What follows belongs to an exercise in optimizing a design on an open flow for small area and a short achievable clock period; a production flow would make more cautious choices.
Function was checked by simulation only, so behaviour that the tests miss may differ from the original.

== run 1 ==
## wk512_munit
module wk512_munit (
    input  wire        clk,
    input  wire        rst,         
    input  wire        in_valid,
    input  wire        in_short,
    input  wire [6:0]  in_opc,
    input  wire [4:0]  in_dst,
    input  wire [4:0]  in_src,
    input  wire [31:0] in_a,
    input  wire [31:0] in_b,
    input  wire        in_chain,
    output reg         g3_wen,
    output reg  [4:0]  g3_dst,
    output reg  [31:0] g3_data,
    output reg         g1_wen,
    output reg  [4:0]  g1_dst,
    output reg  [31:0] g1_data,
    output reg  [63:0] ac0,
    output reg  [63:0] ac1
);
Size: ~7400 cells after synthesis, ~600 flip-flops, roughly 290 I/O pins, about 55000 um^2 of cells after synthesis.
export LEC_CHECK = 0
export ABC_AREA = 1
export CAP_MARGIN = 20
export CORE_MARGIN = 2
export CORE_UTILIZATION = 30
export PLACE_DENSITY = 0.45
export SLEW_MARGIN = 20
export SYNTH_HIERARCHICAL = 1
export SYNTH_MINIMUM_KEEP_SIZE = 0
create_clock -name core_clock -period 11.5 [get_ports {clk}]
standard.sh (not shown) runs the stock make flow with config.mk's settings and CLKGATE_MAP_FILE= SYNTH_SCRIPT=/design/flow/synth_recipe.tcl, a recipe that flattens the netlist after the stock synthesis.
==> flow/flow/run.sh <==
#!/bin/bash
set -euo pipefail
export SETUP_SLACK_MARGIN=6.5
export BUFFER_PORTS_ARGS="-buffer_cell sky130_fd_sc_hd__buf_4"
bash standard.sh > standard_flow.log 2>&1
Run 1 finished end to end and its layout was clean on timing, DRC and antenna.
Relative to run 1, the following input files were edited for run 2:
- ABC_AREA no longer set, was 1
- CORE_UTILIZATION now 45, was 30
- PLACE_DENSITY now 0.55, was 0.45
[summary]
- Measured against each other, run 2 and run 1 differ in critical path depth, the higher figure coming from run 1.
- When the final numbers for run 2 and run 1 were put side by side, the gate count of the mapped netlist turned out to be smaller in run 2.
- Higher cell area was reported by run 1, not run 2.
- Maximum clock rate deteriorates in run 2 relative to run 1.
- Beginning of the critical path: r1_w[24] -> run 1, r1_w[25] -> run 2
- [compare] base=run 1 new=run 2: first-pass GRT wire length fell 11%; synthesized net count fell 18%.
- Status: boundary pin count parity (run 1, run 2)
Relative to run 2, the following input files were edited for run 3:
- CORE_UTILIZATION: 45 -> 30
- PLACE_DENSITY: 0.55 -> 0.45
Run 3 against run 2: non-clock buffer count in the final layout increased by 4.5% relative to the old numbers.
Run 3 has number of tapcells above what run 2 had.
Run 3 ends up with higher number of antenna violations at the first check in global routing than run 2 does.
--- input diff run 3..run 4 ---
- CORE_UTILIZATION changed from 30 to 45
- PLACE_DENSITY changed from 0.45 to 0.55
- ABC_AREA newly set to 1
## What came out
Run 4: flow completed, timing, DRC and antenna clean. Sequential share of layout area: run 3 vs run 4 — no meaningful difference. Run 4 vs run 3, first-pass GRT wire length went down by about 0.46%. Per the comparison of run 4 with run 3, area after synthesis went up by about 2%. [compare] base=run 3 new=run 4: reg-to-reg setup timing slack dropped 0.02 ns; worst path buffer plus inverter count rose 1; synthesis-to-layout area growth down 1.9 points; number of flops mapped to enable cells by yosys did not really move; met3 wire length increased by about 43% relative to the old numbers. Run 4 vs. run 3: per-cell via count in the routed design rose by about 1.9%, count of inserted tapcells fell by about 30%.

========
Setup of wip/quartz:
Starting RTL as in the previous note.
## wk512_munit
module wk512_munit (
    input  wire        clk,
    input  wire        rst,         
    input  wire        in_valid,
    input  wire        in_short,
    input  wire [6:0]  in_opc,
    input  wire [4:0]  in_dst,
    input  wire [4:0]  in_src,
    input  wire [31:0] in_a,
    input  wire [31:0] in_b,
    input  wire        in_chain,
    output reg         g3_wen,
    output reg  [4:0]  g3_dst,
    output reg  [31:0] g3_data,
    output reg         g1_wen,
    output reg  [4:0]  g1_dst,
    output reg  [31:0] g1_data,
    output reg  [63:0] ac0,
    output reg  [63:0] ac1
);
export LEC_CHECK = 0
export CAP_MARGIN = 20
export CORE_MARGIN = 2
export CORE_UTILIZATION = 30
export CTS_BUF_LIST = sky130_fd_sc_hd__clkbuf_8 sky130_fd_sc_hd__clkbuf_4
export PLACE_DENSITY = 0.45
export SLEW_MARGIN = 20
export SYNTH_HIERARCHICAL = 1
export SYNTH_MINIMUM_KEEP_SIZE = 0
create_clock -name core_clock -period 11.5 [get_ports {clk}]
==> flow/flow/run.sh <==
#!/bin/bash
set -euo pipefail
export SETUP_SLACK_MARGIN=6.5
export BUFFER_PORTS_ARGS="-buffer_cell sky130_fd_sc_hd__buf_2"
bash standard.sh > standard_flow.log 2>&1
The following lists how wip/violet was set up differently from wip/quartz:
# wip/quartz
export LEC_CHECK = 0
export CAP_MARGIN = 20
export CORE_MARGIN = 2
export CORE_UTILIZATION = 30
export CTS_BUF_LIST = sky130_fd_sc_hd__clkbuf_8 sky130_fd_sc_hd__clkbuf_4
export PLACE_DENSITY = 0.45
export SLEW_MARGIN = 20
export SYNTH_HIERARCHICAL = 1
export SYNTH_MINIMUM_KEEP_SIZE = 0
create_clock -name core_clock -period 11.5 [get_ports {clk}]
# wip/violet
export LEC_CHECK = 0
export CAP_MARGIN = 20
export CORE_MARGIN = 2
export CORE_UTILIZATION = 55
export PLACE_DENSITY = 0.65
export SLEW_MARGIN = 20
export SYNTH_HIERARCHICAL = 1
export SYNTH_MINIMUM_KEEP_SIZE = 0
create_clock -name core_clock -period 11.5 [get_ports {clk}]
==> flow/flow/run.sh <==
#!/bin/bash
set -euo pipefail
export SETUP_SLACK_MARGIN=6.5
export BUFFER_PORTS_ARGS="-buffer_cell sky130_fd_sc_hd__buf_4"
bash standard.sh > standard_flow.log 2>&1
Findings:
Summary: with wip/quartz as the reference, cell count in wip/violet moved down by more than 10%.
In wip/violet, the number of cells on the worst reg-to-reg path came out 5 above the value in wip/quartz.
Summary of wip/violet over wip/quartz: post-cts resize count down 30%; first-pass GRT wire length down 12%; final standard cell area without fillers down 2.0%.
Here is what was changed in the inputs of wip/delta compared with wip/violet.
# wip/violet
export LEC_CHECK = 0
export CAP_MARGIN = 20
export CORE_MARGIN = 2
export CORE_UTILIZATION = 55
export PLACE_DENSITY = 0.65
export SLEW_MARGIN = 20
export SYNTH_HIERARCHICAL = 1
export SYNTH_MINIMUM_KEEP_SIZE = 0
create_clock -name core_clock -period 11.5 [get_ports {clk}]
# wip/delta
export LEC_CHECK = 0
export CAP_MARGIN = 20
export CORE_MARGIN = 2
export CORE_UTILIZATION = 30
export PLACE_DENSITY = 0.45
export SLEW_MARGIN = 20
export SYNTH_HIERARCHICAL = 1
export SYNTH_MINIMUM_KEEP_SIZE = 0
create_clock -name core_clock -period 11.5 [get_ports {clk}]
==> flow/flow/run.sh <==
#!/bin/bash
set -euo pipefail
export SETUP_SLACK_MARGIN=7
export BUFFER_PORTS_ARGS="-buffer_cell sky130_fd_sc_hd__buf_4"
bash standard.sh > standard_flow.log 2>&1
Findings:
- In the flow results for wip/delta and wip/violet, the non-clock buffer share of cell area is smaller on wip/violet.
- Number of antenna violations at the first check in global routing in wip/delta is 4 above wip/violet.
- Share of the cycle needed by the critical path after routing: wip/delta and wip/violet compared, lower one is wip/violet
- Summary of wip/delta over wip/violet: post-placement worst setup slack moved down; time the final worst path needs with I/O delays and setup moved up; cell area moved up; delay of the slowest critical-path stage moved down.
- Diff wip/violet -> wip/delta | starting density of the core | decrease of 25 points
--- input diff wip/delta..wip/cedar ---
==> flow/flow/run.sh <==
#!/bin/bash
set -euo pipefail
export SETUP_SLACK_MARGIN=6
bash standard.sh > standard_flow.log 2>&1
Findings:
wip/cedar reached the final stage; the timing, design-rule and antenna checks on its layout passed.
Per the comparison of wip/cedar with wip/delta, multi-input combinational cell count flat; worst hold slack flat; post-detailed-routing wire length down 8.6%.

========
Setup of the reference run:
Starting RTL as in the previous note.
==> flow/design.v (excerpt) <==
module wk512_munit (
    input  wire        clk,
    input  wire        rst,         
    input  wire        in_valid,
    input  wire        in_short,
    input  wire [6:0]  in_opc,
    input  wire [4:0]  in_dst,
    input  wire [4:0]  in_src,
    input  wire [31:0] in_a,
    input  wire [31:0] in_b,
    input  wire        in_chain,
    output reg         g3_wen,
    output reg  [4:0]  g3_dst,
    output reg  [31:0] g3_data,
    output reg         g1_wen,
    output reg  [4:0]  g1_dst,
    output reg  [31:0] g1_data,
    output reg  [63:0] ac0,
    output reg  [63:0] ac1
);
clock: 11.5 ns
lec_check: 0
cap_margin: 20
core_margin: 2
core_utilization: 45
cts_buf_list: sky130_fd_sc_hd__clkbuf_8 sky130_fd_sc_hd__clkbuf_4
place_density: 0.55
slew_margin: 20
synth_hierarchical: 1
synth_minimum_keep_size: 0
==> flow/flow/run.sh <==
#!/bin/bash
set -euo pipefail
export SETUP_SLACK_MARGIN=6.5
export BUFFER_PORTS_ARGS="-buffer_cell sky130_fd_sc_hd__buf_2"
bash standard.sh > standard_flow.log 2>&1
The reference run: no failed stages, no open violations at the end
### the reference run -> the trial run
==> flow/flow/run.sh <==
#!/bin/bash
set -euo pipefail
export SETUP_SLACK_MARGIN=6.75
export BUFFER_PORTS_ARGS="-buffer_cell sky130_fd_sc_hd__buf_4"
bash standard.sh > standard_flow.log 2>&1
-- flow/config.mk --
<<< the reference run, line 10
export CORE_UTILIZATION = 45
>>> the trial run, line 10
export CORE_UTILIZATION = 30
<<< the reference run, line 12
export PLACE_DENSITY = 0.55
>>> the trial run, line 12
export PLACE_DENSITY = 0.45
==> run summary <==
- The trial run | status: complete | timing, DRC, antenna: pass
- Utilization down 14 points in the trial run wrt the reference run
- Per the comparison of the trial run with the reference run, remaining max-slew budget at the tightest pin fell 1.7 points.
- When the trial run is measured against the reference run, its critical path depth turns out 1 higher.
- Compared to the reference run, the routing of the trial run uses more wire.

[static timing again, ports no longer ideal]
How much do the figures lean on ideal ports? The routed layouts below were timed once more, with nothing changed but the port constraints. Step 1 (the two cells are an assumption about what drives the block):
set clk [get_ports {clk}]
set_driving_cell -lib_cell sky130_fd_sc_hd__clkbuf_16 $clk
set_driving_cell -lib_cell sky130_fd_sc_hd__buf_2 [delete_from_list [all_inputs] $clk]
Step 2 also shifts input and output timing later by t, the mid clock arrival at the registers, as if the neighbouring blocks saw the same clock. Slacks: ideal / step 1 / step 2; pairs: ideal / step 1.
run	t (ns)	slack for setup (ns)	worst hold slack (ns)	clock arrival spread, ns	slew at the worst register clock pin (ns)
run 1	0.760	6.459 / 6.374 / 5.812	0.325 / 0.325 / 0.325	0.049 / 0.049	0.07 / 0.07
run 2	0.717	6.355 / 6.287 / 5.821	0.331 / 0.331 / 0.331	0.058 / 0.058	0.07 / 0.07
run 3	0.737	6.279 / 6.212 / 5.883	0.330 / 0.330 / 0.330	0.068 / 0.068	0.07 / 0.07
run 4	0.742	6.464 / 6.376 / 5.880	0.326 / 0.326 / 0.326	0.058 / 0.058	0.08 / 0.08
wip/quartz	0.911	6.095 / 6.034 / 5.663	0.324 / 0.324 / 0.324	0.111 / 0.111	0.08 / 0.08
wip/violet	0.735	6.248 / 6.177 / 5.876	0.331 / 0.331 / 0.331	0.039 / 0.038	0.07 / 0.07
wip/delta	0.761	6.198 / 6.129 / 6.107	0.325 / 0.325 / 0.325	0.052 / 0.052	0.07 / 0.07
wip/cedar	0.752	6.043 / 5.976 / 5.434	0.326 / 0.326 / 0.326	0.059 / 0.059	0.07 / 0.07
the reference run	0.889	6.176 / 6.109 / 5.726	0.328 / 0.328 / 0.328	0.101 / 0.101	0.07 / 0.07
the trial run	0.895	5.981 / 5.919 / 5.898	0.327 / 0.327 / 0.327	0.119 / 0.118	0.07 / 0.07
After both steps setup and hold are still met in every run listed. The setup slack of run 1, which loses most, moves by -0.085 ns with the drivers and by -0.647 ns with both steps.
